Source: an optimization exercise on an open RTL-to-GDS flow (aim: small area, a short achievable clock period and few clock cycles). Production flows keep margins and buffers that such runs may drop. In this exercise RTL edits were held to simulation tests only and were not proved equivalent to the original. Power figures rest on the tool's default switching activity, not on a simulated workload.

--- design/flow/design.v ---
module red_reduce (
    input  wire        clk,
    input  wire        rst,         
    input  wire        in_valid,
    output reg         in_ready,
    input  wire        in_first,    
    input  wire        in_last,     
    input  wire [7:0]  op,
    input  wire [23:0] p0,
    input  wire [23:0] p1,
    input  wire [23:0] a,
    input  wire        a_ok,
    input  wire [23:0] b,
    input  wire        b_ok,
    output reg         out_valid,
    output wire [23:0] r0,
    output wire [23:0] r1,
    output reg         r_ok,
    output reg         nsat,
    output reg         asat
);
    localparam [2:0] K_SUM   = 3'd0;
    localparam [2:0] K_MEAN  = 3'd1;
    localparam [2:0] K_MIN   = 3'd2;
    localparam [2:0] K_MAX   = 3'd3;
    localparam [2:0] K_COUNT = 3'd4;
    localparam [2:0] K_RMS   = 3'd6;
    localparam [2:0] K_DOT   = 3'd7;
    wire take = in_valid && in_ready && !rst;
    reg  [2:0]  kind_v;
    reg  [4:0]  sh_v;
    reg  [10:0] mv_v;
    wire [2:0]  e_kind = in_first ? op[2:0] : kind_v;
    wire        e_dot  = (e_kind == K_DOT);
    wire        e_rms  = (e_kind == K_RMS);
    reg         v1, f1, l1, u1;
    reg         mm1, mx1;     
    reg  [23:0] a1;
    reg  [11:0] bo1, bt1, bn1;    
    wire        e_mul = e_dot || e_rms;
    wire        e_gm  = a_ok && (b_ok || !e_dot) && e_mul;
    wire [23:0] e_y   = e_rms ? a : b;
    reg  [11:0] e_bo, e_bt, e_bn;
    reg         e_m1;
    integer     i;
    always @(*) begin
        for (i = 0; i < 12; i = i + 1) begin
            e_m1    = (i == 0) ? 1'b0 : e_y[2*i-1];
            e_bn[i] = e_gm & e_y[2*i+1];
            e_bo[i] = e_gm ? (e_y[2*i] ^ e_m1) : (i == 0) && a_ok && !e_mul;
            e_bt[i] = e_gm & ((e_y[2*i+1] & ~e_y[2*i] & ~e_m1) | (~e_y[2*i+1] & e_y[2*i] & e_m1));
        end
    end
    always @(posedge clk) begin
        v1 <= take;
        if (take && in_first) begin
            kind_v <= op[2:0];
            sh_v   <= p0[4:0];
            mv_v   <= (op[2:0] == K_SUM || op[2:0] == K_DOT) ? p1[10:0] : p0[10:0];
        end
        f1  <= in_first;
        l1  <= in_last;
        u1  <= a_ok && (b_ok || !e_dot);
        mm1 <= (e_kind == K_MIN) || (e_kind == K_MAX);
        mx1 <= (e_kind == K_MAX);
        a1  <= a;
        bo1 <= e_bo;
        bt1 <= e_bt;
        bn1 <= e_bn;
    end
    localparam [57:0] PB_NEG = 58'h3ff555556000000;    
    reg  [311:0] bu;              
    reg  [11:0]  nb;              
    reg  [24:0]  mag;
    reg  [25:0]  pp;
    always @(*) begin
        for (i = 0; i < 12; i = i + 1) begin
            mag   = bo1[i] ? {a1[23], a1} : bt1[i] ? {a1, 1'b0} : 25'd0;
            pp    = bn1[i] ? ~{mag[24], mag} : {mag[24], mag};
            bu[26*i +: 26] = {~pp[25], pp[24:0]};
            nb[i] = bn1[i];
        end
    end
    wire dt1 = bu[16] ^ bu[40];
    wire dt2 = bu[16] & bu[40];
    wire dt3 = bu[17] ^ bu[41];
    wire dt4 = bu[17] & bu[41];
    wire dt5 = bu[18] ^ bu[42] ^ bu[66];
    wire dt6 = (bu[18] & bu[42]) | (bu[18] & bu[66]) | (bu[42] & bu[66]);
    wire dt7 = bu[90] ^ bu[114];
    wire dt8 = bu[90] & bu[114];
    wire dt9 = bu[19] ^ bu[43] ^ bu[67];
    wire dt10 = (bu[19] & bu[43]) | (bu[19] & bu[67]) | (bu[43] & bu[67]);
    wire dt11 = bu[91] ^ bu[115];
    wire dt12 = bu[91] & bu[115];
    wire dt13 = bu[20] ^ bu[44] ^ bu[68];
    wire dt14 = (bu[20] & bu[44]) | (bu[20] & bu[68]) | (bu[44] & bu[68]);
    wire dt15 = bu[92] ^ bu[116] ^ bu[140];
    wire dt16 = (bu[92] & bu[116]) | (bu[92] & bu[140]) | (bu[116] & bu[140]);
    wire dt17 = bu[164] ^ bu[188];
    wire dt18 = bu[164] & bu[188];
    wire dt19 = bu[21] ^ bu[45] ^ bu[69];
    wire dt20 = (bu[21] & bu[45]) | (bu[21] & bu[69]) | (bu[45] & bu[69]);
    wire dt21 = bu[93] ^ bu[117] ^ bu[141];
    wire dt22 = (bu[93] & bu[117]) | (bu[93] & bu[141]) | (bu[117] & bu[141]);
    wire dt23 = bu[165] ^ bu[189];
    wire dt24 = bu[165] & bu[189];
    wire dt25 = bu[22] ^ bu[46] ^ bu[70];
    wire dt26 = (bu[22] & bu[46]) | (bu[22] & bu[70]) | (bu[46] & bu[70]);
    wire dt27 = bu[94] ^ bu[118] ^ bu[142];
    wire dt28 = (bu[94] & bu[118]) | (bu[94] & bu[142]) | (bu[118] & bu[142]);
    wire dt29 = bu[166] ^ bu[190] ^ bu[214];
    wire dt30 = (bu[166] & bu[190]) | (bu[166] & bu[214]) | (bu[190] & bu[214]);
    wire dt31 = bu[238] ^ bu[262];
    wire dt32 = bu[238] & bu[262];
    wire dt33 = bu[23] ^ bu[47] ^ bu[71];
    wire dt34 = (bu[23] & bu[47]) | (bu[23] & bu[71]) | (bu[47] & bu[71]);
    wire dt35 = bu[95] ^ bu[119] ^ bu[143];
    wire dt36 = (bu[95] & bu[119]) | (bu[95] & bu[143]) | (bu[119] & bu[143]);
    wire dt37 = bu[167] ^ bu[191] ^ bu[215];
    wire dt38 = (bu[167] & bu[191]) | (bu[167] & bu[215]) | (bu[191] & bu[215]);
    wire dt39 = bu[239] ^ bu[263];
    wire dt40 = bu[239] & bu[263];
    wire dt41 = bu[24] ^ bu[48] ^ bu[72];
    wire dt42 = (bu[24] & bu[48]) | (bu[24] & bu[72]) | (bu[48] & bu[72]);
    wire dt43 = bu[96] ^ bu[120] ^ bu[144];
    wire dt44 = (bu[96] & bu[120]) | (bu[96] & bu[144]) | (bu[120] & bu[144]);
    wire dt45 = bu[168] ^ bu[192] ^ bu[216];
    wire dt46 = (bu[168] & bu[192]) | (bu[168] & bu[216]) | (bu[192] & bu[216]);
    wire dt47 = bu[240] ^ bu[264];
    wire dt48 = bu[240] & bu[264];
    wire dt49 = bu[25] ^ bu[49] ^ bu[73];
    wire dt50 = (bu[25] & bu[49]) | (bu[25] & bu[73]) | (bu[49] & bu[73]);
    wire dt51 = bu[97] ^ bu[121] ^ bu[145];
    wire dt52 = (bu[97] & bu[121]) | (bu[97] & bu[145]) | (bu[121] & bu[145]);
    wire dt53 = bu[169] ^ bu[193] ^ bu[217];
    wire dt54 = (bu[169] & bu[193]) | (bu[169] & bu[217]) | (bu[193] & bu[217]);
    wire dt55 = bu[241] ^ bu[265];
    wire dt56 = bu[241] & bu[265];
    wire dt57 = bu[50] ^ bu[74] ^ bu[98];
    wire dt58 = (bu[50] & bu[74]) | (bu[50] & bu[98]) | (bu[74] & bu[98]);
    wire dt59 = bu[122] ^ bu[146] ^ bu[170];
    wire dt60 = (bu[122] & bu[146]) | (bu[122] & bu[170]) | (bu[146] & bu[170]);
    wire dt61 = bu[194] ^ bu[218] ^ bu[242];
    wire dt62 = (bu[194] & bu[218]) | (bu[194] & bu[242]) | (bu[218] & bu[242]);
    wire dt63 = bu[51] ^ bu[75] ^ bu[99];
    wire dt64 = (bu[51] & bu[75]) | (bu[51] & bu[99]) | (bu[75] & bu[99]);
    wire dt65 = bu[123] ^ bu[147] ^ bu[171];
    wire dt66 = (bu[123] & bu[147]) | (bu[123] & bu[171]) | (bu[147] & bu[171]);
    wire dt67 = bu[195] ^ bu[219];
    wire dt68 = bu[195] & bu[219];
    wire dt69 = bu[76] ^ bu[100] ^ bu[124];
    wire dt70 = (bu[76] & bu[100]) | (bu[76] & bu[124]) | (bu[100] & bu[124]);
    wire dt71 = bu[148] ^ bu[172] ^ bu[196];
    wire dt72 = (bu[148] & bu[172]) | (bu[148] & bu[196]) | (bu[172] & bu[196]);
    wire dt73 = bu[77] ^ bu[101] ^ bu[125];
    wire dt74 = (bu[77] & bu[101]) | (bu[77] & bu[125]) | (bu[101] & bu[125]);
    wire dt75 = bu[149] ^ bu[173];
    wire dt76 = bu[149] & bu[173];
    wire dt77 = bu[102] ^ bu[126] ^ bu[150];
    wire dt78 = (bu[102] & bu[126]) | (bu[102] & bu[150]) | (bu[126] & bu[150]);
    wire dt79 = bu[103] ^ bu[127];
    wire dt80 = bu[103] & bu[127];
    wire dt81 = bu[10] ^ bu[34];
    wire dt82 = bu[10] & bu[34];
    wire dt83 = bu[11] ^ bu[35];
    wire dt84 = bu[11] & bu[35];
    wire dt85 = bu[12] ^ bu[36] ^ bu[60];
    wire dt86 = (bu[12] & bu[36]) | (bu[12] & bu[60]) | (bu[36] & bu[60]);
    wire dt87 = bu[84] ^ bu[108];
    wire dt88 = bu[84] & bu[108];
    wire dt89 = bu[13] ^ bu[37] ^ bu[61];
    wire dt90 = (bu[13] & bu[37]) | (bu[13] & bu[61]) | (bu[37] & bu[61]);
    wire dt91 = bu[85] ^ bu[109];
    wire dt92 = bu[85] & bu[109];
    wire dt93 = bu[14] ^ bu[38] ^ bu[62];
    wire dt94 = (bu[14] & bu[38]) | (bu[14] & bu[62]) | (bu[38] & bu[62]);
    wire dt95 = bu[86] ^ bu[110] ^ bu[134];
    wire dt96 = (bu[86] & bu[110]) | (bu[86] & bu[134]) | (bu[110] & bu[134]);
    wire dt97 = bu[158] ^ bu[182];
    wire dt98 = bu[158] & bu[182];
    wire dt99 = bu[15] ^ bu[39] ^ bu[63];
    wire dt100 = (bu[15] & bu[39]) | (bu[15] & bu[63]) | (bu[39] & bu[63]);
    wire dt101 = bu[87] ^ bu[111] ^ bu[135];
    wire dt102 = (bu[87] & bu[111]) | (bu[87] & bu[135]) | (bu[111] & bu[135]);
    wire dt103 = bu[159] ^ bu[183];
    wire dt104 = bu[159] & bu[183];
    wire dt105 = bu[64] ^ bu[88] ^ bu[112];
    wire dt106 = (bu[64] & bu[88]) | (bu[64] & bu[112]) | (bu[88] & bu[112]);
    wire dt107 = bu[136] ^ bu[160] ^ bu[184];
    wire dt108 = (bu[136] & bu[160]) | (bu[136] & bu[184]) | (bu[160] & bu[184]);
    wire dt109 = bu[208] ^ nb[8] ^ dt1;
    wire dt110 = (bu[208] & nb[8]) | (bu[208] & dt1) | (nb[8] & dt1);
    wire dt111 = bu[65] ^ bu[89] ^ bu[113];
    wire dt112 = (bu[65] & bu[89]) | (bu[65] & bu[113]) | (bu[89] & bu[113]);
    wire dt113 = bu[137] ^ bu[161] ^ bu[185];
    wire dt114 = (bu[137] & bu[161]) | (bu[137] & bu[185]) | (bu[161] & bu[185]);
    wire dt115 = bu[209] ^ dt3 ^ dt2;
    wire dt116 = (bu[209] & dt3) | (bu[209] & dt2) | (dt3 & dt2);
    wire dt117 = bu[138] ^ bu[162] ^ bu[186];
    wire dt118 = (bu[138] & bu[162]) | (bu[138] & bu[186]) | (bu[162] & bu[186]);
    wire dt119 = bu[210] ^ bu[234] ^ nb[9];
    wire dt120 = (bu[210] & bu[234]) | (bu[210] & nb[9]) | (bu[234] & nb[9]);
    wire dt121 = dt5 ^ dt7 ^ dt4;
    wire dt122 = (dt5 & dt7) | (dt5 & dt4) | (dt7 & dt4);
    wire dt123 = bu[139] ^ bu[163] ^ bu[187];
    wire dt124 = (bu[139] & bu[163]) | (bu[139] & bu[187]) | (bu[163] & bu[187]);
    wire dt125 = bu[211] ^ bu[235] ^ dt9;
    wire dt126 = (bu[211] & bu[235]) | (bu[211] & dt9) | (bu[235] & dt9);
    wire dt127 = dt11 ^ dt6 ^ dt8;
    wire dt128 = (dt11 & dt6) | (dt11 & dt8) | (dt6 & dt8);
    wire dt129 = bu[212] ^ bu[236] ^ bu[260];
    wire dt130 = (bu[212] & bu[236]) | (bu[212] & bu[260]) | (bu[236] & bu[260]);
    wire dt131 = nb[10] ^ dt13 ^ dt15;
    wire dt132 = (nb[10] & dt13) | (nb[10] & dt15) | (dt13 & dt15);
    wire dt133 = dt17 ^ dt10 ^ dt12;
    wire dt134 = (dt17 & dt10) | (dt17 & dt12) | (dt10 & dt12);
    wire dt135 = bu[213] ^ bu[237] ^ bu[261];
    wire dt136 = (bu[213] & bu[237]) | (bu[213] & bu[261]) | (bu[237] & bu[261]);
    wire dt137 = dt19 ^ dt21 ^ dt23;
    wire dt138 = (dt19 & dt21) | (dt19 & dt23) | (dt21 & dt23);
    wire dt139 = dt14 ^ dt16 ^ dt18;
    wire dt140 = (dt14 & dt16) | (dt14 & dt18) | (dt16 & dt18);
    wire dt141 = bu[286] ^ nb[11] ^ dt25;
    wire dt142 = (bu[286] & nb[11]) | (bu[286] & dt25) | (nb[11] & dt25);
    wire dt143 = dt27 ^ dt29 ^ dt31;
    wire dt144 = (dt27 & dt29) | (dt27 & dt31) | (dt29 & dt31);
    wire dt145 = dt20 ^ dt22 ^ dt24;
    wire dt146 = (dt20 & dt22) | (dt20 & dt24) | (dt22 & dt24);
    wire dt147 = bu[287] ^ dt33 ^ dt35;
    wire dt148 = (bu[287] & dt33) | (bu[287] & dt35) | (dt33 & dt35);
    wire dt149 = dt37 ^ dt39 ^ dt26;
    wire dt150 = (dt37 & dt39) | (dt37 & dt26) | (dt39 & dt26);
    wire dt151 = dt28 ^ dt30 ^ dt32;
    wire dt152 = (dt28 & dt30) | (dt28 & dt32) | (dt30 & dt32);
    wire dt153 = bu[288] ^ dt41 ^ dt43;
    wire dt154 = (bu[288] & dt41) | (bu[288] & dt43) | (dt41 & dt43);
    wire dt155 = dt45 ^ dt47 ^ dt34;
    wire dt156 = (dt45 & dt47) | (dt45 & dt34) | (dt47 & dt34);
    wire dt157 = dt36 ^ dt38 ^ dt40;
    wire dt158 = (dt36 & dt38) | (dt36 & dt40) | (dt38 & dt40);
    wire dt159 = bu[289] ^ dt49 ^ dt51;
    wire dt160 = (bu[289] & dt49) | (bu[289] & dt51) | (dt49 & dt51);
    wire dt161 = dt53 ^ dt55 ^ dt42;
    wire dt162 = (dt53 & dt55) | (dt53 & dt42) | (dt55 & dt42);
    wire dt163 = dt44 ^ dt46 ^ dt48;
    wire dt164 = (dt44 & dt46) | (dt44 & dt48) | (dt46 & dt48);
    wire dt165 = bu[266] ^ bu[290] ^ dt57;
    wire dt166 = (bu[266] & bu[290]) | (bu[266] & dt57) | (bu[290] & dt57);
    wire dt167 = dt59 ^ dt61 ^ dt50;
    wire dt168 = (dt59 & dt61) | (dt59 & dt50) | (dt61 & dt50);
    wire dt169 = dt52 ^ dt54 ^ dt56;
    wire dt170 = (dt52 & dt54) | (dt52 & dt56) | (dt54 & dt56);
    wire dt171 = bu[243] ^ bu[267] ^ bu[291];
    wire dt172 = (bu[243] & bu[267]) | (bu[243] & bu[291]) | (bu[267] & bu[291]);
    wire dt173 = dt63 ^ dt65 ^ dt67;
    wire dt174 = (dt63 & dt65) | (dt63 & dt67) | (dt65 & dt67);
    wire dt175 = dt58 ^ dt60 ^ dt62;
    wire dt176 = (dt58 & dt60) | (dt58 & dt62) | (dt60 & dt62);
    wire dt177 = bu[220] ^ bu[244] ^ bu[268];
    wire dt178 = (bu[220] & bu[244]) | (bu[220] & bu[268]) | (bu[244] & bu[268]);
    wire dt179 = bu[292] ^ dt69 ^ dt71;
    wire dt180 = (bu[292] & dt69) | (bu[292] & dt71) | (dt69 & dt71);
    wire dt181 = dt64 ^ dt66 ^ dt68;
    wire dt182 = (dt64 & dt66) | (dt64 & dt68) | (dt66 & dt68);
    wire dt183 = bu[197] ^ bu[221] ^ bu[245];
    wire dt184 = (bu[197] & bu[221]) | (bu[197] & bu[245]) | (bu[221] & bu[245]);
    wire dt185 = bu[269] ^ bu[293] ^ dt73;
    wire dt186 = (bu[269] & bu[293]) | (bu[269] & dt73) | (bu[293] & dt73);
    wire dt187 = dt75 ^ dt70 ^ dt72;
    wire dt188 = (dt75 & dt70) | (dt75 & dt72) | (dt70 & dt72);
    wire dt189 = bu[174] ^ bu[198] ^ bu[222];
    wire dt190 = (bu[174] & bu[198]) | (bu[174] & bu[222]) | (bu[198] & bu[222]);
    wire dt191 = bu[246] ^ bu[270] ^ bu[294];
    wire dt192 = (bu[246] & bu[270]) | (bu[246] & bu[294]) | (bu[270] & bu[294]);
    wire dt193 = dt77 ^ dt74 ^ dt76;
    wire dt194 = (dt77 & dt74) | (dt77 & dt76) | (dt74 & dt76);
    wire dt195 = bu[151] ^ bu[175] ^ bu[199];
    wire dt196 = (bu[151] & bu[175]) | (bu[151] & bu[199]) | (bu[175] & bu[199]);
    wire dt197 = bu[223] ^ bu[247] ^ bu[271];
    wire dt198 = (bu[223] & bu[247]) | (bu[223] & bu[271]) | (bu[247] & bu[271]);
    wire dt199 = bu[295] ^ dt79 ^ dt78;
    wire dt200 = (bu[295] & dt79) | (bu[295] & dt78) | (dt79 & dt78);
    wire dt201 = bu[128] ^ bu[152] ^ bu[176];
    wire dt202 = (bu[128] & bu[152]) | (bu[128] & bu[176]) | (bu[152] & bu[176]);
    wire dt203 = bu[200] ^ bu[224] ^ bu[248];
    wire dt204 = (bu[200] & bu[224]) | (bu[200] & bu[248]) | (bu[224] & bu[248]);
    wire dt205 = bu[272] ^ bu[296] ^ dt80;
    wire dt206 = (bu[272] & bu[296]) | (bu[272] & dt80) | (bu[296] & dt80);
    wire dt207 = bu[129] ^ bu[153] ^ bu[177];
    wire dt208 = (bu[129] & bu[153]) | (bu[129] & bu[177]) | (bu[153] & bu[177]);
    wire dt209 = bu[201] ^ bu[225] ^ bu[249];
    wire dt210 = (bu[201] & bu[225]) | (bu[201] & bu[249]) | (bu[225] & bu[249]);
    wire dt211 = bu[273] ^ bu[297];
    wire dt212 = bu[273] & bu[297];
    wire dt213 = bu[154] ^ bu[178] ^ bu[202];
    wire dt214 = (bu[154] & bu[178]) | (bu[154] & bu[202]) | (bu[178] & bu[202]);
    wire dt215 = bu[226] ^ bu[250] ^ bu[274];
    wire dt216 = (bu[226] & bu[250]) | (bu[226] & bu[274]) | (bu[250] & bu[274]);
    wire dt217 = bu[155] ^ bu[179] ^ bu[203];
    wire dt218 = (bu[155] & bu[179]) | (bu[155] & bu[203]) | (bu[179] & bu[203]);
    wire dt219 = bu[227] ^ bu[251];
    wire dt220 = bu[227] & bu[251];
    wire dt221 = bu[180] ^ bu[204] ^ bu[228];
    wire dt222 = (bu[180] & bu[204]) | (bu[180] & bu[228]) | (bu[204] & bu[228]);
    wire dt223 = bu[181] ^ bu[205];
    wire dt224 = bu[181] & bu[205];
    wire dt225 = bu[6] ^ bu[30];
    wire dt226 = bu[6] & bu[30];
    wire dt227 = bu[7] ^ bu[31];
    wire dt228 = bu[7] & bu[31];
    wire dt229 = bu[8] ^ bu[32] ^ bu[56];
    wire dt230 = (bu[8] & bu[32]) | (bu[8] & bu[56]) | (bu[32] & bu[56]);
    wire dt231 = bu[80] ^ bu[104];
    wire dt232 = bu[80] & bu[104];
    wire dt233 = bu[9] ^ bu[33] ^ bu[57];
    wire dt234 = (bu[9] & bu[33]) | (bu[9] & bu[57]) | (bu[33] & bu[57]);
    wire dt235 = bu[81] ^ bu[105];
    wire dt236 = bu[81] & bu[105];
    wire dt237 = bu[58] ^ bu[82] ^ bu[106];
    wire dt238 = (bu[58] & bu[82]) | (bu[58] & bu[106]) | (bu[82] & bu[106]);
    wire dt239 = bu[130] ^ nb[5] ^ dt81;
    wire dt240 = (bu[130] & nb[5]) | (bu[130] & dt81) | (nb[5] & dt81);
    wire dt241 = bu[59] ^ bu[83] ^ bu[107];
    wire dt242 = (bu[59] & bu[83]) | (bu[59] & bu[107]) | (bu[83] & bu[107]);
    wire dt243 = bu[131] ^ dt83 ^ dt82;
    wire dt244 = (bu[131] & dt83) | (bu[131] & dt82) | (dt83 & dt82);
    wire dt245 = bu[132] ^ bu[156] ^ nb[6];
    wire dt246 = (bu[132] & bu[156]) | (bu[132] & nb[6]) | (bu[156] & nb[6]);
    wire dt247 = dt85 ^ dt87 ^ dt84;
    wire dt248 = (dt85 & dt87) | (dt85 & dt84) | (dt87 & dt84);
    wire dt249 = bu[133] ^ bu[157] ^ dt89;
    wire dt250 = (bu[133] & bu[157]) | (bu[133] & dt89) | (bu[157] & dt89);
    wire dt251 = dt91 ^ dt86 ^ dt88;
    wire dt252 = (dt91 & dt86) | (dt91 & dt88) | (dt86 & dt88);
    wire dt253 = nb[7] ^ dt93 ^ dt95;
    wire dt254 = (nb[7] & dt93) | (nb[7] & dt95) | (dt93 & dt95);
    wire dt255 = dt97 ^ dt90 ^ dt92;
    wire dt256 = (dt97 & dt90) | (dt97 & dt92) | (dt90 & dt92);
    wire dt257 = dt99 ^ dt101 ^ dt103;
    wire dt258 = (dt99 & dt101) | (dt99 & dt103) | (dt101 & dt103);
    wire dt259 = dt94 ^ dt96 ^ dt98;
    wire dt260 = (dt94 & dt96) | (dt94 & dt98) | (dt96 & dt98);
    wire dt261 = dt105 ^ dt107 ^ dt109;
    wire dt262 = (dt105 & dt107) | (dt105 & dt109) | (dt107 & dt109);
    wire dt263 = dt100 ^ dt102 ^ dt104;
    wire dt264 = (dt100 & dt102) | (dt100 & dt104) | (dt102 & dt104);
    wire dt265 = dt111 ^ dt113 ^ dt115;
    wire dt266 = (dt111 & dt113) | (dt111 & dt115) | (dt113 & dt115);
    wire dt267 = dt106 ^ dt108 ^ dt110;
    wire dt268 = (dt106 & dt108) | (dt106 & dt110) | (dt108 & dt110);
    wire dt269 = dt117 ^ dt119 ^ dt121;
    wire dt270 = (dt117 & dt119) | (dt117 & dt121) | (dt119 & dt121);
    wire dt271 = dt112 ^ dt114 ^ dt116;
    wire dt272 = (dt112 & dt114) | (dt112 & dt116) | (dt114 & dt116);
    wire dt273 = dt123 ^ dt125 ^ dt127;
    wire dt274 = (dt123 & dt125) | (dt123 & dt127) | (dt125 & dt127);
    wire dt275 = dt118 ^ dt120 ^ dt122;
    wire dt276 = (dt118 & dt120) | (dt118 & dt122) | (dt120 & dt122);
    wire dt277 = dt129 ^ dt131 ^ dt133;
    wire dt278 = (dt129 & dt131) | (dt129 & dt133) | (dt131 & dt133);
    wire dt279 = dt124 ^ dt126 ^ dt128;
    wire dt280 = (dt124 & dt126) | (dt124 & dt128) | (dt126 & dt128);
    wire dt281 = dt135 ^ dt137 ^ dt139;
    wire dt282 = (dt135 & dt137) | (dt135 & dt139) | (dt137 & dt139);
    wire dt283 = dt130 ^ dt132 ^ dt134;
    wire dt284 = (dt130 & dt132) | (dt130 & dt134) | (dt132 & dt134);
    wire dt285 = dt141 ^ dt143 ^ dt145;
    wire dt286 = (dt141 & dt143) | (dt141 & dt145) | (dt143 & dt145);
    wire dt287 = dt136 ^ dt138 ^ dt140;
    wire dt288 = (dt136 & dt138) | (dt136 & dt140) | (dt138 & dt140);
    wire dt289 = dt147 ^ dt149 ^ dt151;
    wire dt290 = (dt147 & dt149) | (dt147 & dt151) | (dt149 & dt151);
    wire dt291 = dt142 ^ dt144 ^ dt146;
    wire dt292 = (dt142 & dt144) | (dt142 & dt146) | (dt144 & dt146);
    wire dt293 = dt153 ^ dt155 ^ dt157;
    wire dt294 = (dt153 & dt155) | (dt153 & dt157) | (dt155 & dt157);
    wire dt295 = dt148 ^ dt150 ^ dt152;
    wire dt296 = (dt148 & dt150) | (dt148 & dt152) | (dt150 & dt152);
    wire dt297 = dt159 ^ dt161 ^ dt163;
    wire dt298 = (dt159 & dt161) | (dt159 & dt163) | (dt161 & dt163);
    wire dt299 = dt154 ^ dt156 ^ dt158;
    wire dt300 = (dt154 & dt156) | (dt154 & dt158) | (dt156 & dt158);
    wire dt301 = dt165 ^ dt167 ^ dt169;
    wire dt302 = (dt165 & dt167) | (dt165 & dt169) | (dt167 & dt169);
    wire dt303 = dt160 ^ dt162 ^ dt164;
    wire dt304 = (dt160 & dt162) | (dt160 & dt164) | (dt162 & dt164);
    wire dt305 = dt171 ^ dt173 ^ dt175;
    wire dt306 = (dt171 & dt173) | (dt171 & dt175) | (dt173 & dt175);
    wire dt307 = dt166 ^ dt168 ^ dt170;
    wire dt308 = (dt166 & dt168) | (dt166 & dt170) | (dt168 & dt170);
    wire dt309 = dt177 ^ dt179 ^ dt181;
    wire dt310 = (dt177 & dt179) | (dt177 & dt181) | (dt179 & dt181);
    wire dt311 = dt172 ^ dt174 ^ dt176;
    wire dt312 = (dt172 & dt174) | (dt172 & dt176) | (dt174 & dt176);
    wire dt313 = dt183 ^ dt185 ^ dt187;
    wire dt314 = (dt183 & dt185) | (dt183 & dt187) | (dt185 & dt187);
    wire dt315 = dt178 ^ dt180 ^ dt182;
    wire dt316 = (dt178 & dt180) | (dt178 & dt182) | (dt180 & dt182);
    wire dt317 = dt189 ^ dt191 ^ dt193;
    wire dt318 = (dt189 & dt191) | (dt189 & dt193) | (dt191 & dt193);
    wire dt319 = dt184 ^ dt186 ^ dt188;
    wire dt320 = (dt184 & dt186) | (dt184 & dt188) | (dt186 & dt188);
    wire dt321 = dt195 ^ dt197 ^ dt199;
    wire dt322 = (dt195 & dt197) | (dt195 & dt199) | (dt197 & dt199);
    wire dt323 = dt190 ^ dt192 ^ dt194;
    wire dt324 = (dt190 & dt192) | (dt190 & dt194) | (dt192 & dt194);
    wire dt325 = dt201 ^ dt203 ^ dt205;
    wire dt326 = (dt201 & dt203) | (dt201 & dt205) | (dt203 & dt205);
    wire dt327 = dt196 ^ dt198 ^ dt200;
    wire dt328 = (dt196 & dt198) | (dt196 & dt200) | (dt198 & dt200);
    wire dt329 = dt207 ^ dt209 ^ dt211;
    wire dt330 = (dt207 & dt209) | (dt207 & dt211) | (dt209 & dt211);
    wire dt331 = dt202 ^ dt204 ^ dt206;
    wire dt332 = (dt202 & dt204) | (dt202 & dt206) | (dt204 & dt206);
    wire dt333 = bu[298] ^ dt213 ^ dt215;
    wire dt334 = (bu[298] & dt213) | (bu[298] & dt215) | (dt213 & dt215);
    wire dt335 = dt208 ^ dt210 ^ dt212;
    wire dt336 = (dt208 & dt210) | (dt208 & dt212) | (dt210 & dt212);
    wire dt337 = bu[275] ^ bu[299] ^ dt217;
    wire dt338 = (bu[275] & bu[299]) | (bu[275] & dt217) | (bu[299] & dt217);
    wire dt339 = dt219 ^ dt214 ^ dt216;
    wire dt340 = (dt219 & dt214) | (dt219 & dt216) | (dt214 & dt216);
    wire dt341 = bu[252] ^ bu[276] ^ bu[300];
    wire dt342 = (bu[252] & bu[276]) | (bu[252] & bu[300]) | (bu[276] & bu[300]);
    wire dt343 = dt221 ^ dt218 ^ dt220;
    wire dt344 = (dt221 & dt218) | (dt221 & dt220) | (dt218 & dt220);
    wire dt345 = bu[229] ^ bu[253] ^ bu[277];
    wire dt346 = (bu[229] & bu[253]) | (bu[229] & bu[277]) | (bu[253] & bu[277]);
    wire dt347 = bu[301] ^ dt223 ^ dt222;
    wire dt348 = (bu[301] & dt223) | (bu[301] & dt222) | (dt223 & dt222);
    wire dt349 = bu[206] ^ bu[230] ^ bu[254];
    wire dt350 = (bu[206] & bu[230]) | (bu[206] & bu[254]) | (bu[230] & bu[254]);
    wire dt351 = bu[278] ^ bu[302] ^ dt224;
    wire dt352 = (bu[278] & bu[302]) | (bu[278] & dt224) | (bu[302] & dt224);
    wire dt353 = bu[207] ^ bu[231] ^ bu[255];
    wire dt354 = (bu[207] & bu[231]) | (bu[207] & bu[255]) | (bu[231] & bu[255]);
    wire dt355 = bu[279] ^ bu[303];
    wire dt356 = bu[279] & bu[303];
    wire dt357 = bu[232] ^ bu[256] ^ bu[280];
    wire dt358 = (bu[232] & bu[256]) | (bu[232] & bu[280]) | (bu[256] & bu[280]);
    wire dt359 = bu[233] ^ bu[257];
    wire dt360 = bu[233] & bu[257];
    wire dt361 = bu[4] ^ bu[28];
    wire dt362 = bu[4] & bu[28];
    wire dt363 = bu[5] ^ bu[29];
    wire dt364 = bu[5] & bu[29];
    wire dt365 = bu[54] ^ bu[78] ^ nb[3];
    wire dt366 = (bu[54] & bu[78]) | (bu[54] & nb[3]) | (bu[78] & nb[3]);
    wire dt367 = bu[55] ^ bu[79] ^ dt227;
    wire dt368 = (bu[55] & bu[79]) | (bu[55] & dt227) | (bu[79] & dt227);
    wire dt369 = nb[4] ^ dt229 ^ dt231;
    wire dt370 = (nb[4] & dt229) | (nb[4] & dt231) | (dt229 & dt231);
    wire dt371 = dt233 ^ dt235 ^ dt230;
    wire dt372 = (dt233 & dt235) | (dt233 & dt230) | (dt235 & dt230);
    wire dt373 = dt237 ^ dt239 ^ dt234;
    wire dt374 = (dt237 & dt239) | (dt237 & dt234) | (dt239 & dt234);
    wire dt375 = dt241 ^ dt243 ^ dt238;
    wire dt376 = (dt241 & dt243) | (dt241 & dt238) | (dt243 & dt238);
    wire dt377 = dt245 ^ dt247 ^ dt242;
    wire dt378 = (dt245 & dt247) | (dt245 & dt242) | (dt247 & dt242);
    wire dt379 = dt249 ^ dt251 ^ dt246;
    wire dt380 = (dt249 & dt251) | (dt249 & dt246) | (dt251 & dt246);
    wire dt381 = dt253 ^ dt255 ^ dt250;
    wire dt382 = (dt253 & dt255) | (dt253 & dt250) | (dt255 & dt250);
    wire dt383 = dt257 ^ dt259 ^ dt254;
    wire dt384 = (dt257 & dt259) | (dt257 & dt254) | (dt259 & dt254);
    wire dt385 = dt261 ^ dt263 ^ dt258;
    wire dt386 = (dt261 & dt263) | (dt261 & dt258) | (dt263 & dt258);
    wire dt387 = dt265 ^ dt267 ^ dt262;
    wire dt388 = (dt265 & dt267) | (dt265 & dt262) | (dt267 & dt262);
    wire dt389 = dt269 ^ dt271 ^ dt266;
    wire dt390 = (dt269 & dt271) | (dt269 & dt266) | (dt271 & dt266);
    wire dt391 = dt273 ^ dt275 ^ dt270;
    wire dt392 = (dt273 & dt275) | (dt273 & dt270) | (dt275 & dt270);
    wire dt393 = dt277 ^ dt279 ^ dt274;
    wire dt394 = (dt277 & dt279) | (dt277 & dt274) | (dt279 & dt274);
    wire dt395 = dt281 ^ dt283 ^ dt278;
    wire dt396 = (dt281 & dt283) | (dt281 & dt278) | (dt283 & dt278);
    wire dt397 = dt285 ^ dt287 ^ dt282;
    wire dt398 = (dt285 & dt287) | (dt285 & dt282) | (dt287 & dt282);
    wire dt399 = dt289 ^ dt291 ^ dt286;
    wire dt400 = (dt289 & dt291) | (dt289 & dt286) | (dt291 & dt286);
    wire dt401 = dt293 ^ dt295 ^ dt290;
    wire dt402 = (dt293 & dt295) | (dt293 & dt290) | (dt295 & dt290);
    wire dt403 = dt297 ^ dt299 ^ dt294;
    wire dt404 = (dt297 & dt299) | (dt297 & dt294) | (dt299 & dt294);
    wire dt405 = dt301 ^ dt303 ^ dt298;
    wire dt406 = (dt301 & dt303) | (dt301 & dt298) | (dt303 & dt298);
    wire dt407 = dt305 ^ dt307 ^ dt302;
    wire dt408 = (dt305 & dt307) | (dt305 & dt302) | (dt307 & dt302);
    wire dt409 = dt309 ^ dt311 ^ dt306;
    wire dt410 = (dt309 & dt311) | (dt309 & dt306) | (dt311 & dt306);
    wire dt411 = dt313 ^ dt315 ^ dt310;
    wire dt412 = (dt313 & dt315) | (dt313 & dt310) | (dt315 & dt310);
    wire dt413 = dt317 ^ dt319 ^ dt314;
    wire dt414 = (dt317 & dt319) | (dt317 & dt314) | (dt319 & dt314);
    wire dt415 = dt321 ^ dt323 ^ dt318;
    wire dt416 = (dt321 & dt323) | (dt321 & dt318) | (dt323 & dt318);
    wire dt417 = dt325 ^ dt327 ^ dt322;
    wire dt418 = (dt325 & dt327) | (dt325 & dt322) | (dt327 & dt322);
    wire dt419 = dt329 ^ dt331 ^ dt326;
    wire dt420 = (dt329 & dt331) | (dt329 & dt326) | (dt331 & dt326);
    wire dt421 = dt333 ^ dt335 ^ dt330;
    wire dt422 = (dt333 & dt335) | (dt333 & dt330) | (dt335 & dt330);
    wire dt423 = dt337 ^ dt339 ^ dt334;
    wire dt424 = (dt337 & dt339) | (dt337 & dt334) | (dt339 & dt334);
    wire dt425 = dt341 ^ dt343 ^ dt338;
    wire dt426 = (dt341 & dt343) | (dt341 & dt338) | (dt343 & dt338);
    wire dt427 = dt345 ^ dt347 ^ dt342;
    wire dt428 = (dt345 & dt347) | (dt345 & dt342) | (dt347 & dt342);
    wire dt429 = dt349 ^ dt351 ^ dt346;
    wire dt430 = (dt349 & dt351) | (dt349 & dt346) | (dt351 & dt346);
    wire dt431 = dt353 ^ dt355 ^ dt350;
    wire dt432 = (dt353 & dt355) | (dt353 & dt350) | (dt355 & dt350);
    wire dt433 = bu[304] ^ dt357 ^ dt354;
    wire dt434 = (bu[304] & dt357) | (bu[304] & dt354) | (dt357 & dt354);
    wire dt435 = bu[281] ^ bu[305] ^ dt359;
    wire dt436 = (bu[281] & bu[305]) | (bu[281] & dt359) | (bu[305] & dt359);
    wire dt437 = bu[258] ^ bu[282] ^ bu[306];
    wire dt438 = (bu[258] & bu[282]) | (bu[258] & bu[306]) | (bu[282] & bu[306]);
    wire dt439 = bu[259] ^ bu[283];
    wire dt440 = bu[259] & bu[283];
    wire dt441 = bu[2] ^ bu[26];
    wire dt442 = bu[2] & bu[26];
    wire dt443 = bu[3] ^ bu[27];
    wire dt444 = bu[3] & bu[27];
    wire dt445 = bu[52] ^ nb[2] ^ dt361;
    wire dt446 = (bu[52] & nb[2]) | (bu[52] & dt361) | (nb[2] & dt361);
    wire dt447 = bu[53] ^ dt363 ^ dt362;
    wire dt448 = (bu[53] & dt363) | (bu[53] & dt362) | (dt363 & dt362);
    wire dt449 = dt225 ^ dt365 ^ dt364;
    wire dt450 = (dt225 & dt365) | (dt225 & dt364) | (dt365 & dt364);
    wire dt451 = dt226 ^ dt367 ^ dt366;
    wire dt452 = (dt226 & dt367) | (dt226 & dt366) | (dt367 & dt366);
    wire dt453 = dt228 ^ dt369 ^ dt368;
    wire dt454 = (dt228 & dt369) | (dt228 & dt368) | (dt369 & dt368);
    wire dt455 = dt232 ^ dt371 ^ dt370;
    wire dt456 = (dt232 & dt371) | (dt232 & dt370) | (dt371 & dt370);
    wire dt457 = dt236 ^ dt373 ^ dt372;
    wire dt458 = (dt236 & dt373) | (dt236 & dt372) | (dt373 & dt372);
    wire dt459 = dt240 ^ dt375 ^ dt374;
    wire dt460 = (dt240 & dt375) | (dt240 & dt374) | (dt375 & dt374);
    wire dt461 = dt244 ^ dt377 ^ dt376;
    wire dt462 = (dt244 & dt377) | (dt244 & dt376) | (dt377 & dt376);
    wire dt463 = dt248 ^ dt379 ^ dt378;
    wire dt464 = (dt248 & dt379) | (dt248 & dt378) | (dt379 & dt378);
    wire dt465 = dt252 ^ dt381 ^ dt380;
    wire dt466 = (dt252 & dt381) | (dt252 & dt380) | (dt381 & dt380);
    wire dt467 = dt256 ^ dt383 ^ dt382;
    wire dt468 = (dt256 & dt383) | (dt256 & dt382) | (dt383 & dt382);
    wire dt469 = dt260 ^ dt385 ^ dt384;
    wire dt470 = (dt260 & dt385) | (dt260 & dt384) | (dt385 & dt384);
    wire dt471 = dt264 ^ dt387 ^ dt386;
    wire dt472 = (dt264 & dt387) | (dt264 & dt386) | (dt387 & dt386);
    wire dt473 = dt268 ^ dt389 ^ dt388;
    wire dt474 = (dt268 & dt389) | (dt268 & dt388) | (dt389 & dt388);
    wire dt475 = dt272 ^ dt391 ^ dt390;
    wire dt476 = (dt272 & dt391) | (dt272 & dt390) | (dt391 & dt390);
    wire dt477 = dt276 ^ dt393 ^ dt392;
    wire dt478 = (dt276 & dt393) | (dt276 & dt392) | (dt393 & dt392);
    wire dt479 = dt280 ^ dt395 ^ dt394;
    wire dt480 = (dt280 & dt395) | (dt280 & dt394) | (dt395 & dt394);
    wire dt481 = dt284 ^ dt397 ^ dt396;
    wire dt482 = (dt284 & dt397) | (dt284 & dt396) | (dt397 & dt396);
    wire dt483 = dt288 ^ dt399 ^ dt398;
    wire dt484 = (dt288 & dt399) | (dt288 & dt398) | (dt399 & dt398);
    wire dt485 = dt292 ^ dt401 ^ dt400;
    wire dt486 = (dt292 & dt401) | (dt292 & dt400) | (dt401 & dt400);
    wire dt487 = dt296 ^ dt403 ^ dt402;
    wire dt488 = (dt296 & dt403) | (dt296 & dt402) | (dt403 & dt402);
    wire dt489 = dt300 ^ dt405 ^ dt404;
    wire dt490 = (dt300 & dt405) | (dt300 & dt404) | (dt405 & dt404);
    wire dt491 = dt304 ^ dt407 ^ dt406;
    wire dt492 = (dt304 & dt407) | (dt304 & dt406) | (dt407 & dt406);
    wire dt493 = dt308 ^ dt409 ^ dt408;
    wire dt494 = (dt308 & dt409) | (dt308 & dt408) | (dt409 & dt408);
    wire dt495 = dt312 ^ dt411 ^ dt410;
    wire dt496 = (dt312 & dt411) | (dt312 & dt410) | (dt411 & dt410);
    wire dt497 = dt316 ^ dt413 ^ dt412;
    wire dt498 = (dt316 & dt413) | (dt316 & dt412) | (dt413 & dt412);
    wire dt499 = dt320 ^ dt415 ^ dt414;
    wire dt500 = (dt320 & dt415) | (dt320 & dt414) | (dt415 & dt414);
    wire dt501 = dt324 ^ dt417 ^ dt416;
    wire dt502 = (dt324 & dt417) | (dt324 & dt416) | (dt417 & dt416);
    wire dt503 = dt328 ^ dt419 ^ dt418;
    wire dt504 = (dt328 & dt419) | (dt328 & dt418) | (dt419 & dt418);
    wire dt505 = dt332 ^ dt421 ^ dt420;
    wire dt506 = (dt332 & dt421) | (dt332 & dt420) | (dt421 & dt420);
    wire dt507 = dt336 ^ dt423 ^ dt422;
    wire dt508 = (dt336 & dt423) | (dt336 & dt422) | (dt423 & dt422);
    wire dt509 = dt340 ^ dt425 ^ dt424;
    wire dt510 = (dt340 & dt425) | (dt340 & dt424) | (dt425 & dt424);
    wire dt511 = dt344 ^ dt427 ^ dt426;
    wire dt512 = (dt344 & dt427) | (dt344 & dt426) | (dt427 & dt426);
    wire dt513 = dt348 ^ dt429 ^ dt428;
    wire dt514 = (dt348 & dt429) | (dt348 & dt428) | (dt429 & dt428);
    wire dt515 = dt352 ^ dt431 ^ dt430;
    wire dt516 = (dt352 & dt431) | (dt352 & dt430) | (dt431 & dt430);
    wire dt517 = dt356 ^ dt433 ^ dt432;
    wire dt518 = (dt356 & dt433) | (dt356 & dt432) | (dt433 & dt432);
    wire dt519 = dt358 ^ dt435 ^ dt434;
    wire dt520 = (dt358 & dt435) | (dt358 & dt434) | (dt435 & dt434);
    wire dt521 = dt360 ^ dt437 ^ dt436;
    wire dt522 = (dt360 & dt437) | (dt360 & dt436) | (dt437 & dt436);
    wire dt523 = bu[307] ^ dt439 ^ dt438;
    wire dt524 = (bu[307] & dt439) | (bu[307] & dt438) | (dt439 & dt438);
    wire dt525 = bu[284] ^ bu[308] ^ dt440;
    wire dt526 = (bu[284] & bu[308]) | (bu[284] & dt440) | (bu[308] & dt440);
    wire dt527 = bu[285] ^ bu[309];
    wire dt528 = bu[285] & bu[309];
    wire [47:0] mt_s = {bu[311], bu[310], dt527, dt525, dt523, dt521, dt519, dt517, dt515, dt513, dt511, dt509, dt507, dt505, dt503, dt501, dt499, dt497, dt495, dt493, dt491, dt489, dt487, dt485, dt483, dt481, dt479, dt477, dt475, dt473, dt471, dt469, dt467, dt465, dt463, dt461, dt459, dt457, dt455, dt453, dt451, dt449, dt447, dt445, dt443, nb[1], bu[1], bu[0]};
    wire [47:0] mt_c = {1'b0, dt528, dt526, dt524, dt522, dt520, dt518, dt516, dt514, dt512, dt510, dt508, dt506, dt504, dt502, dt500, dt498, dt496, dt494, dt492, dt490, dt488, dt486, dt484, dt482, dt480, dt478, dt476, dt474, dt472, dt470, dt468, dt466, dt464, dt462, dt460, dt458, dt456, dt454, dt452, dt450, dt448, dt446, dt444, dt442, dt441, 1'b0, nb[0]};
    reg         v2, f2, l2, u2, mm2, mx2;
    reg  [47:0] ps, pc;           
    reg  [23:0] am;               
    always @(posedge clk) begin
        v2  <= v1 && !rst;
        f2  <= f1;
        l2  <= l1;
        u2  <= u1;
        mm2 <= mm1;
        mx2 <= mx1;
        ps  <= mt_s;
        pc  <= mt_c;
        am  <= a1;
    end
    reg  signed [57:0] acc;       
    reg  [10:0] cnt;              
    reg  [9:0]  idx;              
    reg  [2:0]  ka;
    reg  [4:0]  sha;
    reg  [10:0] mva;
    reg         full;             
    wire [10:0] cnt_base = f2 ? 11'd0 : cnt;
    wire [9:0]  idx_base = f2 ? 10'd0 : idx;
    wire [57:0] acc_base = f2 ? 58'd0 : acc;
    wire signed [23:0] pa   = am;
    wire signed [23:0] best = acc[23:0];
    wire        better = mx2 ? (pa > best) : (pa < best);
    wire [57:0] acc_sum = acc_base + {10'd0, ps} + {10'd0, pc} + PB_NEG;
    always @(posedge clk) begin
        if (v2) begin
            idx <= idx_base + 10'd1;
            cnt <= cnt_base + {10'd0, u2};
            if (f2) begin
                ka  <= kind_v;
                sha <= sh_v;
                mva <= mv_v;
            end
            if (mm2) begin
                if (u2 && (cnt_base == 11'd0 || better))
                    acc <= {24'd0, idx_base, pa};
            end else begin
                acc <= acc_sum;
            end
        end
    end
    localparam [2:0] P_RUP  = 3'd0;    
    localparam [2:0] P_SHR  = 3'd1;    
    localparam [2:0] P_DIV  = 3'd2;
    localparam [2:0] P_RND  = 3'd3;    
    localparam [2:0] P_SQL  = 3'd4;    
    localparam [2:0] P_ROOT = 3'd5;
    localparam [2:0] P_NRW  = 3'd6;    
    localparam [2:0] P_OUT  = 3'd7;
    reg  [2:0]  ph;
    reg  [2:0]  fk;               
    reg  [47:0] W;                
    reg  [9:0]  R;                
    reg  [10:0] C;                
    reg  [25:0] X;                
    reg  [23:0] Y;                
    reg  [4:0]  fi;               
    reg         sq_en;            
    reg         neg;              
    reg  [6:0]  frem;             
    reg  [1:0]  pend;             
    assign r0 = W[23:0];
    assign r1 = {14'd0, W[33:24]};
    wire cap = full && (frem <= 7'd1);
    wire        minv_met = cnt >= ((mva == 11'd0) ? 11'd1 : mva);
    wire        acc_ovf  = !((&acc[57:47]) || !(|acc[57:47]));
    wire [47:0] acc_sat  = acc_ovf ? (acc[57] ? 48'h8000_0000_0000 : 48'h7FFF_FFFF_FFFF) : acc[47:0];
    wire [33:0] acc_abs  = acc[57] ? (34'd0 - acc[33:0]) : acc[33:0];
    wire [4:0]  nshift   = {2'd0, sha[4:2]} + {3'd0, sha[1:0]};    
    reg  [6:0]  F_cyc;
    always @(*) begin
        F_cyc = 7'd1;
        if (minv_met || ka == K_COUNT)
            case (ka)
                K_SUM, K_DOT: F_cyc = {2'd0, nshift} + 7'd2;
                K_MEAN:       F_cyc = 7'd15;
                K_RMS:        F_cyc = 7'd28;
                default:      F_cyc = 7'd1;
            endcase
    end
    reg  [9:0]  dv_r;
    reg  [47:0] dv_w;
    reg  [10:0] dv_t;
    reg  [11:0] dv_d;
    integer     j;
    always @(*) begin
        dv_r = R;
        dv_w = W;
        for (j = 0; j < 2; j = j + 1) begin
            dv_t = {dv_r, dv_w[47]};
            dv_d = {1'b0, dv_t} - {1'b0, C};
            dv_w = {dv_w[46:0], !dv_d[11]};
            dv_r = dv_d[11] ? dv_t[9:0] : dv_d[9:0];
        end
    end
    wire [11:0] rnd_d  = {1'b0, R, 1'b0} - {1'b0, C} - {11'd0, !W[0]};
    wire        div_up = !rnd_d[11];
    wire [27:0] sq_t = {X, W[1:0]};
    wire [28:0] sq_d = {1'b0, sq_t} - {3'd0, Y, 2'b01};
    wire [25:0] sq_r = sq_d[28] ? sq_t[25:0] : sq_d[25:0];
    wire [23:0] sq_y = {Y[22:0], !sq_d[28]};
    wire [26:0] rt_d  = {1'b0, X} - {3'd0, Y} - {26'd0, !sq_en};
    wire        rt_up = !rt_d[26];
    wire        sh4    = X[4:2] != 3'd0;
    wire [47:0] shr_w  = sh4 ? {{4{W[47]}}, W[47:4]} : {W[47], W[47:1]};
    wire        shr_g  = sh4 ? W[3] : W[0];
    wire        shr_s  = X[6] | X[5] | (sh4 ? (|W[2:0]) : 1'b0);
    wire [4:0]  shr_c  = X[4:0] - (sh4 ? 5'd4 : 5'd1);
    wire        n_rnd  = X[5] && (X[6] || W[0]);
    wire        q_in   = (&W[47:23]) || !(|W[47:23]);
    wire        n_hi   = !W[47] && (!q_in || (n_rnd && (&W[22:0])));
    wire        n_lo   = W[47] && !q_in && !(n_rnd && (&W[47:24]) && !W[23] && (&W[22:0]));
    reg  [23:0] inc_a;
    reg         inc_b;
    always @(*) begin
        case (ph)
            P_RND:   begin
                inc_a = neg ? ~W[23:0] : W[23:0];
                inc_b = neg ? !sq_en : sq_en;
            end
            P_ROOT:  begin inc_a = Y;        inc_b = neg; end
            default: begin inc_a = W[23:0];  inc_b = n_rnd; end
        endcase
    end
    wire [24:0] inc = {1'b0, inc_a} + {24'd0, inc_b};
    wire [1:0] pend_n = pend + {1'b0, take && in_last} - {1'b0, cap};
    reg  [6:0] frem_n;
    always @(*) begin
        if (cap)              frem_n = F_cyc;
        else if (frem != 0)   frem_n = frem - 7'd1;
        else                  frem_n = 7'd0;
    end
    always @(posedge clk) begin
        if (rst) begin
            full      <= 1'b0;
            pend      <= 2'd0;
            frem      <= 7'd0;
            ph        <= P_OUT;
            out_valid <= 1'b0;
            in_ready  <= 1'b1;
        end else begin
            pend      <= pend_n;
            frem      <= frem_n;
            in_ready  <= !((pend_n >= 2'd2) || (pend_n == 2'd1 && frem_n > 7'd3) ||
                           (take && in_first && in_last));
            out_valid <= (frem_n == 7'd1);
            if (v2 && l2)
                full <= 1'b1;
            else if (cap)
                full <= 1'b0;
            if (cap)
                ph <= (ka == K_COUNT || !minv_met) ? P_OUT :
                      (ka == K_SUM || ka == K_DOT) ? ((sha == 5'd0) ? P_NRW : P_SHR) :
                      (ka == K_MEAN || ka == K_RMS) ? P_DIV : P_OUT;
            else
                case (ph)
                    P_SHR:  if (shr_c == 5'd0) ph <= P_NRW;
                    P_DIV:  if (fi == 5'd0) ph <= P_SQL;
                    P_SQL:  ph <= (fk == K_MEAN) ? P_RND : P_RUP;
                    P_RUP:  ph <= P_ROOT;
                    P_NRW, P_RND, P_ROOT: ph <= P_OUT;
                    default: ;
                endcase
        end
    end
    always @(posedge clk) begin
        if (cap) begin
            fk    <= ka;
            sq_en <= 1'b0;
            r_ok  <= 1'b0;
            nsat  <= 1'b0;
            asat  <= 1'b0;
            W     <= 48'd0;
            if (ka == K_COUNT) begin
                W    <= {37'd0, cnt};
                r_ok <= 1'b1;
            end else if (minv_met) begin
                case (ka)
                    K_MIN, K_MAX: begin
                        W    <= {14'd0, acc[33:0]};
                        r_ok <= 1'b1;
                    end
                    K_SUM, K_DOT: begin
                        W    <= acc_sat;
                        asat <= acc_ovf;
                        X    <= {19'd0, 2'b00, sha};
                    end
                    K_MEAN: begin
                        neg  <= acc[57];
                        W    <= {acc_abs[23:0], 24'd0};
                        R    <= acc_abs[33:24];
                        C    <= cnt;
                        fi   <= 5'd11;
                    end
                    default: begin    
                        W    <= acc[47:0];
                        R    <= acc[57:48];
                        C    <= cnt;
                        X    <= 26'd0;
                        Y    <= 24'd0;
                        fi   <= 5'd23;
                    end
                endcase
            end
        end else begin
            case (ph)
                P_SHR: begin
                    W <= shr_w;
                    X <= {19'd0, shr_s, shr_g, shr_c};
                end
                P_NRW: begin
                    r_ok <= 1'b1;
                    nsat <= n_hi || n_lo;
                    W    <= {24'd0, n_hi ? 24'h7FFFFF : n_lo ? 24'h800000 : inc[23:0]};
                end
                P_DIV: begin
                    W     <= dv_w;
                    R     <= dv_r;
                    fi    <= fi - 5'd1;
                    sq_en <= 1'b1;
                    if (sq_en) begin
                        X <= sq_r;
                        Y <= sq_y;
                    end
                end
                P_SQL: begin
                    X     <= sq_r;
                    Y     <= sq_y;
                    sq_en <= div_up;
                end
                P_RND: begin
                    r_ok <= 1'b1;
                    W    <= {24'd0, inc[23:0]};
                end
                P_RUP: neg <= rt_up;
                P_ROOT: begin
                    r_ok <= 1'b1;
                    if (inc[24] || inc[23]) begin
                        W    <= {24'd0, 24'h7FFFFF};
                        nsat <= 1'b1;
                    end else begin
                        W    <= {24'd0, inc[23:0]};
                    end
                end
                default: ;
            endcase
        end
    end
endmodule
--- design/flow/flow/run.sh ---
#!/bin/bash
# Standard layout, with repair_timing aiming for extra setup slack so that the
# achieved period shrinks, and port buffers of an ordinary buffer cell; the
# constraints (SDC, clock period) are the design's.
set -euo pipefail
bash standard.sh "BUFFER_PORTS_ARGS=-buffer_cell sky130_fd_sc_hd__buf_4" SETUP_SLACK_MARGIN=9 finish > orfs_make.log 2>&1
--- design/flow/constraint.sdc ---
create_clock -name core_clock -period 14.0 [get_ports {clk}]
set_input_delay 2.8000 -clock core_clock [delete_from_list [all_inputs] [get_ports {clk}]]
set_output_delay 2.8000 -clock core_clock [all_outputs]
set_load 0.01 [all_outputs]
--- design/flow/config.mk ---
export PLATFORM = sky130hd
export DESIGN_NAME = red_reduce
export DESIGN_NICKNAME = red_reduce
export VERILOG_FILES = /design/flow/design.v
export SDC_FILE = /design/flow/constraint.sdc
export NUM_CORES = 4
export LEC_CHECK = 0
export CAP_MARGIN = 20
export CORE_MARGIN = 2
export CORE_UTILIZATION = 55
export PLACE_DENSITY = 0.72
export SLEW_MARGIN = 20
--- design/flow/standard.sh ---
#!/bin/bash
# synth_recipe.tcl (not shown) runs the flow's synth.tcl, then flattens the netlist and writes it again
# the make line also repeats each setting of config.mk as NAME=value (left out here)
make -C /OpenROAD-flow-scripts/flow DESIGN_CONFIG=/design/flow/config.mk WORK_HOME=/design/flow/orfs CLKGATE_MAP_FILE= SYNTH_SCRIPT=/design/flow/synth_recipe.tcl "${@:-finish}"
==> results of run 1 <==
synthesized netlist by cell type (7+ instances only):
library cell,count,area (um^2)
a211oi_1,34,255
a21o_1,61,458
a21oi_1,250,1250
a221o_1,11,110
a221oi_1,11,96.3
a221oi_2,10,150
a22o_1,9,78.8
a22oi_1,194,1460
a31oi_1,18,113
and2_1,19,119
and3_1,17,106
and3b_1,17,149
buf_1,34,128
buf_4,50,375
clkbuf_1,242,908
dfxtp_1,207,4140
edfxtp_1,247,7420
fa_1,273,5470
ha_1,314,3930
inv_1,495,1860
mux2_2,22,248
mux2i_1,44,440
nand2_1,525,1970
nand2b_1,35,219
nand3_1,76,380
nand3b_1,7,52.6
nand4_1,35,219
nor2_1,266,998
nor2b_1,72,450
nor3_1,69,345
nor3b_1,23,173
nor4_1,24,150
o211ai_1,17,128
o21a_1,19,143
o21ai_0,284,1420
o21bai_1,10,75.1
o22ai_1,49,307
o31ai_1,24,180
o41ai_1,7,61.3
or2_2,7,43.8
or3_1,10,62.6
xnor2_1,234,2050
xor2_1,245,2150
power groups by stage:
stage                     logic (uW)  registers (uW)  clock network (uW)
after floorplan                 3330            2080                   0
after global placement          4190            2230                   0
after detailed placement        4260            2240                   0
after CTS                       4310            2210                1540
after global routing            4920            2240                1590
final                           4380            2210                1520
cell type report:
type,count,area [um^2]
Antenna cell,2,5.00
Multi-Input combinational cell,3451,27100
Inverter,496,1860
Tap cell,978,1220
Clock buffer,62,1410
Timing Repair Buffer,216,1670
Clock inverter,38,514
Sequential cell,454,11600
Fill cell,6547,30200
critical path, delay by kind of cell (launching register included):
family          cells  cell delay, ns
compound gates      6            1.47
fa+ha+maj           3            1.11
simple gates        4            1.01
buf+inv             2            0.44
flops               1            0.38
xor+xnor            1            0.14
through the flow:
step	total power, uW	setup slack [ns]	hold WS (ns)	std cells
finish	8120	9.16	0.326	5697
global route	8750	9.02	0.332	5695
CTS	8060	9.02	0.328	5692
detailed placement	6490	8.01	0.312	5584
global placement	6420	8.09	0.313	5584
floorplan	5400	9.04	0.310	4736
cells by family after synthesis:
logic type      Yosys count  synth area share
flops                   454             0.277
simple gates           1225             0.136
mux                      68            0.0171
xor+xnor                479             0.100
buf+inv                 831            0.0798
compound gates         1078             0.165
fa+ha+maj               587             0.225
other cells               1         0.0000897
routing by layer:
metal  vias up  global-route usage
li1      16000                   -
met1     16200               0.396
met2      1567               0.495
met3       365              0.0423
met4         0               0.150
met5         -                   0
what timing repair did:
action | in CTS | in global routing
pin swaps | 1 | 3
hold buffers | 0 | 0
buffers inserted | 7 | 3
setup endpoints to repair | 39 | 23
gates cloned | 1 | 0
resized for setup | 15 | 18
registers in the layout, indices dropped and copies added (netlist names), 5 cells and up:
register	cells
C	11
R	10
W	48
X	26
Y	24
a1	24
acc	58
am	24
bn1	12
bo1	12
bt1	12
cnt	11
fi	5
frem	7
idx	10
mv_v	11
mva	11
pc	46
ps	48
sh_v	5
sha	5
worst max-delay path by stage:
stage                     start  endpoint  slack [ns]  depth (start not counted)
after floorplan              f2   acc[56]        9.04                         18
after global placement       f2   acc[56]        8.09                         16
after detailed placement     f2   acc[56]        8.01                         16
after CTS                  C[1]      R[1]        9.02                         23
after global routing         f2   acc[56]        9.02                         16
final                        f2   acc[46]        9.16                         16
==> summary.md, run 1 <==
| Metric | Value |
|---|---|
| Outcome | timing/DRC/antenna clean |
| Drt first pass iters | 6 |
| Most used DFF post-synth | edfxtp_1 |
| Post-Synthesis Cells | 4723 |
| Post-Route Skew | 0.0666 ns |
| Worst Setup End Kind | register |
| Total wire length | ~120000 um |
| Flops & latches, synth | 454 |
| Flop-to-flop setup slack | approximately 9 ns |
| First-pass GRT wire length | 187000 um |
| Area grow syn2layout | 8.61% |
| Vias in the first global route | 33500 |
| Setup violations, final | 0 |
| Power Density | about 180 mW/mm^2 |
| Synth Warn # | 1 |
| Effective utilization at floorplan | 0.553 |
| H-tree depth | 2 |
| Max Fanout on Critical Path | 21 |
| Worst-path clk slew | ~0.060 ns |
| Netlist cell types | 87 |
| Die height | between 200 and 300 um |
| Vias | 34100 |
| Vias per cell | about 6.0 |
| # clock sinks | 454 |
| Fin util | 0.601 |
| Max Clk Rate | approximately 210 MHz |
| R2r endpoint | acc[46] |
| WP data arrival | 5.21 ns |
| Routed wl met3 | 9500 um |
| RSZ-0062 raised after global routing | no |
| Routability Congestion | 0.956 |
| CP max-delay cell | or4b_2 |
| Clock tree buffer depth | 3 |
| Net switching power | 3590 uW |
| Worst slew pin tran | 1.14 ns |
| I/O Buffers | around 120 |
| Standard cell core area | 0.0756 mm^2 |
| Clock Power Share | 0.187 |
| WHS Endpoint | f2 |
| CTS root buf | clkbuf_16 |
| Async S/R FF share, synth | 0 |
| DR iter-0 viols | 3444 |
| Wire length on met2 | 54600 um |
| Num ports | 164 |
| Area of the die | 0.0782 mm^2 |
| Hold Path Class | reg -> reg |
| Post-Synthesis Cell Area | 0.0418 mm^2 |
| Grt ovf | 0 |
| Kind of critical path | reg -> reg |
| Seq/Total Area, Yosys | 0.277 |
| Hold Vio Cnt, Final | 0 |
| FP Rows | 101 |
| Worst setup SP type | register |
| Layout cells sized above 1 | 0.0854 |
| Syn_area_per_cell | 8.85 um^2 |
| Setup TNS | 0 ns |
| Largest net degree at the start of global routing | 82 |
| Overall routing resource usage | 0.303 |
| Drc violations | 0 |
| Clock tree from TritonCTS | built |
| Combinational power share | 0.540 |
| Most frequent cells in the layout | 523 x nand2_1, 493 x inv_1, 314 x ha_1, 281 x o21ai_0, 273 x fa_1 |
| Initial antenna violation count | 0 |
| Hold Startpoint | f1 |
| Die X | 280 um |
| Tmin final | 4.84 ns |
| Final instance area | roughly 0.045 mm^2 |
| Int Pwr | 4530 uW |
| CTS buffer count | 53 |
| Fin crit share | 0.346 |
| Top sig layer | met4 |
| Placed Area | 0.0432 mm^2 |
| Slew headroom | 0.238 |
| Max VDD drop | 0.150 mV |
| Critical-path cell list | buf_4 -> bufbuf_16 -> nor2_1 -> fa_1 -> ha_1 -> ha_1 -> a21o_1 -> a311oi_1 -> o211ai_1 -> a21oi_2 -> o211ai_1 -> and3_1 -> or4b_2 -> a31oi_1 -> xnor2_1 -> nor2_1 |
| Fin. max-slew vios | 0 |
| Req. time, crit path | 14.37 ns |
| Number of synthesized flops with an enable pin | 247 |
| Hold Crit Depth | 0 |
| Mean routed wirelength per cell | 21.0 um |
| P_leak | ~0.019 uW |
| Post-DP HPWL | 85500 um |
| M1 wire length | 49200 um |
| Antenna Nets Post-Route | 0 |
| Reg2Reg Depth | 16 |
| Max-cap violations | 0 |
| Seq pwr share | 0.273 |
| Largest stage delay on the critical path | a little over 0.6 ns |
| Net Sw Frac | 0.442 |
| Most common cell after layout, fill and taps aside | nand2_1 |
| Final net count | 5370 |
| Clk Latency, worst-skew pair | about 0.65 ns |
| R2R Path Start | f2 |
Testbench counts, summed over its fixed seeds: cycles 42,289.
==> run 2: changes to the inputs <==
--- a/design/flow/config.mk
+++ b/design/flow/config.mk
@@ -7,6 +7,5 @@
 export LEC_CHECK = 0
 export CAP_MARGIN = 20
 export CORE_MARGIN = 2
-export CORE_UTILIZATION = 55
-export PLACE_DENSITY = 0.72
+export CORE_UTILIZATION = 40
 export SLEW_MARGIN = 20
==> summary.md, run 2 <==
| Metric | Value |
|---|---|
| Outcome | timing/DRC/antenna clean |
| Synth area leader | edfxtp_1 |
| Clk Latency, worst-skew pair | 0.66 ns (about the same) |
| Final instance area | 0.0459 mm^2 (+1.1%) |
| Hold Crit Depth | 0 (unchanged) |
| I/O Buffers | 118 (unchanged) |
| Area of the multi-input gates | 0.0272 mm^2 (about the same) |
| Max-cap violations | 0 (unchanged) |
| Clock tree from TritonCTS | built |
| Combinational family with the most area after synthesis | adder cells |
| Pre-CTS setup slack | 8.34 ns (+0.328 ns) |
| Most common cell after layout, fill and taps aside | nand2_1 |
| First-pass GRT wire length | 193000 um (+3.0%) |
| # diodes | 0 (-2) |
| DR iter-0 viols | 2715 (-21%) |
| Effective utilization at floorplan | 0.403 (-0.150) |
| Largest net degree at the start of global routing | 82 (unchanged) |
| Grt ovf | 0 (unchanged) |
| Synth Warn # | 1 (unchanged) |
| Drt first pass iters | 8 (+2) |
| Setup violations, final | 0 (unchanged) |
| Register Area | 0.0116 mm^2 (about the same) |
| Most common cell in the netlist | nand2_1 |
| Die height | 327 um (+17%) |
| Area grow syn2layout | 9.78% |
| Total wire length | 124000 um (+3.9%) |
| Simple-Gate Fraction of Synth Area | 0.136 (unchanged) |
| Number of flip-flops in the largest register | 58 (unchanged) |
| Post-Synthesis Cells | 4723 (unchanged) |
| Routability Congestion | 0.904 (-5.4%) |
| Initial antenna violation count | 0 (unchanged) |
| Fraction of synthesized area in multiplexers | 0.0171 (unchanged) |
| Netlist cell types | 87 (unchanged) |
| XOR/XNOR share of the synthesized area | 0.100 (unchanged) |
| Slew headroom | 0.222 (-0.0166) |
| Cell Count Post-Placement | 5983 (+7.1%) |
| FP Rows | 118 (+17%) |
| Number of synthesized flops with an enable pin | 247 (unchanged) |
| Flops & latches, synth | 454 (unchanged) |
| Overall routing resource usage | 0.228 (-0.0747) |
| Syn_area_per_cell | 8.85 um^2 (unchanged) |
| Tmin final | 4.83 ns (-0.00619 ns) |
| Kind of critical path | reg -> reg |
| Die X | 327 um (+17%) |
| Most frequent cells in the layout | 523 x nand2_1, 493 x inv_1, 312 x ha_1, 281 x o21ai_0, 273 x fa_1 |
| Worst Setup End Kind | register |
| Max Clk Rate | 207 MHz (+0.13%) |
| Layout cells sized above 1 | 0.0872 (+0.00181) |
| Fillers | 10100 (+54%) |
| Reg2Reg Depth | 16 (unchanged) |
| # clock sinks | 454 (unchanged) |
| Final net count | 5364 (-0.11%) |
| Fin crit share | 0.345 (-0.000442) |
| Clock tree buffer depth | 3 (unchanged) |
| Placed Area | 0.0437 mm^2 (+1.1%) |
| Most used DFF post-synth | edfxtp_1 |
| Power, Total | 8160 uW (+0.56%) |
| Standard cell core area | 0.104 mm^2 (+37%) |
| Final worst slack | 9.17 ns (+0.00619 ns) |
| Most flops, register | acc |
| CTS buffer count | 53 (unchanged) |
| Power Density | 178 mW/mm^2 (-0.51%) |
| Post-Synthesis Cell Area | 0.0418 mm^2 (unchanged) |
| Hold Vio Cnt, Final | 0 (unchanged) |
| Async S/R FF share, synth | 0 (unchanged) |
| Final Instance Count excl. Fillers | 6091 (+6.9%) |
| Vias per cell | 5.52 (-7.9%) |
| Hold Path Class | reg -> reg |
| Post-Synth Adder-Cell Area | 0.225 (unchanged) |
| Registers with the most flip-flops | acc: 58 flops, W: 48 flops, ps: 48 flops |
| Area of the die | 0.107 mm^2 (+37%) |
==> run 2: power breakdown <==
group	switching, uW	internal, uW	total [uW]	leakage [uW]
clock	623	900	1520	0.000952
combinational	2640	1780	4420	0.0142
sequential	364	1860	2220	0.00401
==> run 2: area by class of cell <==
class                   count  area share
flip-flops and latches    454       0.252
multi-input cells        3451       0.592
well taps                1380      0.0376
clock inverters            30     0.00766
inverters                 496      0.0406
repair buffers            210      0.0355
clock buffers              70      0.0347
==> run 2: stage by stage <==
stage                     utilization  hold slack, ns
after floorplan                     -           0.310
after global placement          0.422           0.310
after detailed placement        0.422           0.314
after CTS                       0.441           0.327
after global routing            0.443           0.333
final                           0.443           0.327
==> run 2: final timing paths <==
check | from | endpoint | slack [ns]
setup reg to reg | f2 | acc[46] | 9.17
hold / removal | f1 | f2 | 0.33
hold reg to reg | f1 | f2 | 0.33
setup / recovery | f2 | acc[46] | 9.17
==> run 2: cell families (layout without fill, tap and decap cells) <==
group / count (synthesis) / in the layout
multiplexers: 68 / 68
AO/OA/AOI/OAI: 1078 / 1078
other: 1 / 14
XOR/XNOR: 479 / 479
adder cells (fa/ha/maj): 587 / 587
buffers and inverters: 831 / 806
flip-flops: 454 / 454
AND/OR/NAND/NOR: 1225 / 1225
==> run 2: routing by layer <==
metal	vias to the layer above	track usage	wire, um
li1	15900	-	-
met1	16100	0.309	54700
met2	1309	0.373	56800
met3	234	0.0372	8920
met4	0	0.0732	3850
met5	-	0	0
==> run 2: timing repair <==
action                     in CTS  in global routing
gates cloned                    0                  1
hold endpoints to repair        0                  0
setup endpoints to repair      30                 28
resized for setup              15                 23
setup buffers                   4                  3
pin swaps                       2                  3
==> run 2: worst max-delay path, cell delays in order (launching register included) <==
cell and delay, ns:
dfxtp_2 0.34, buf_12 0.22, buf_16 0.20, nor2b_1 0.07, fa_1 0.43, ha_1 0.30, ha_1 0.42, a21oi_2 0.27
a21oi_1 0.11, a2111oi_0 0.45, o21a_1 0.25, o211ai_1 0.16, and3_1 0.22, or4b_2 0.62, a31oi_1 0.24, xnor2_1 0.15
nor2_1 0.06

-- port drivers added, routing unchanged --
How much do the figures lean on ideal ports? The routed layouts below were timed once more, with nothing changed but the port constraints.
Step 1 sets driving cells, clkbuf_16 on the clock port and buf_2 on the other inputs (assumed; they add their load-dependent delay and slew).
Step 2 moves the port delays by t, midway between the first and last clock arrival at a register: inputs arrive t later, outputs are due t later. That takes back most of the time a late clock gives input paths.
Three values: ideal ports, drivers, drivers and shift; two values: the first two.
run | t (ns) | setup slack, ns | hold slack, ns | worst slew at a driven data input, ns
run 1 | 0.683 | 9.162 / 9.162 / 8.642 | 0.326 / 0.326 / 0.326 | 0.05
run 2 | 0.700 | 9.169 / 9.169 / 8.572 | 0.327 / 0.327 / 0.327 | 0.05
After both steps every run listed still meets setup and hold. The setup slack of run 2, which loses most, moves by 0.000 ns with the drivers and by -0.597 ns with both steps.
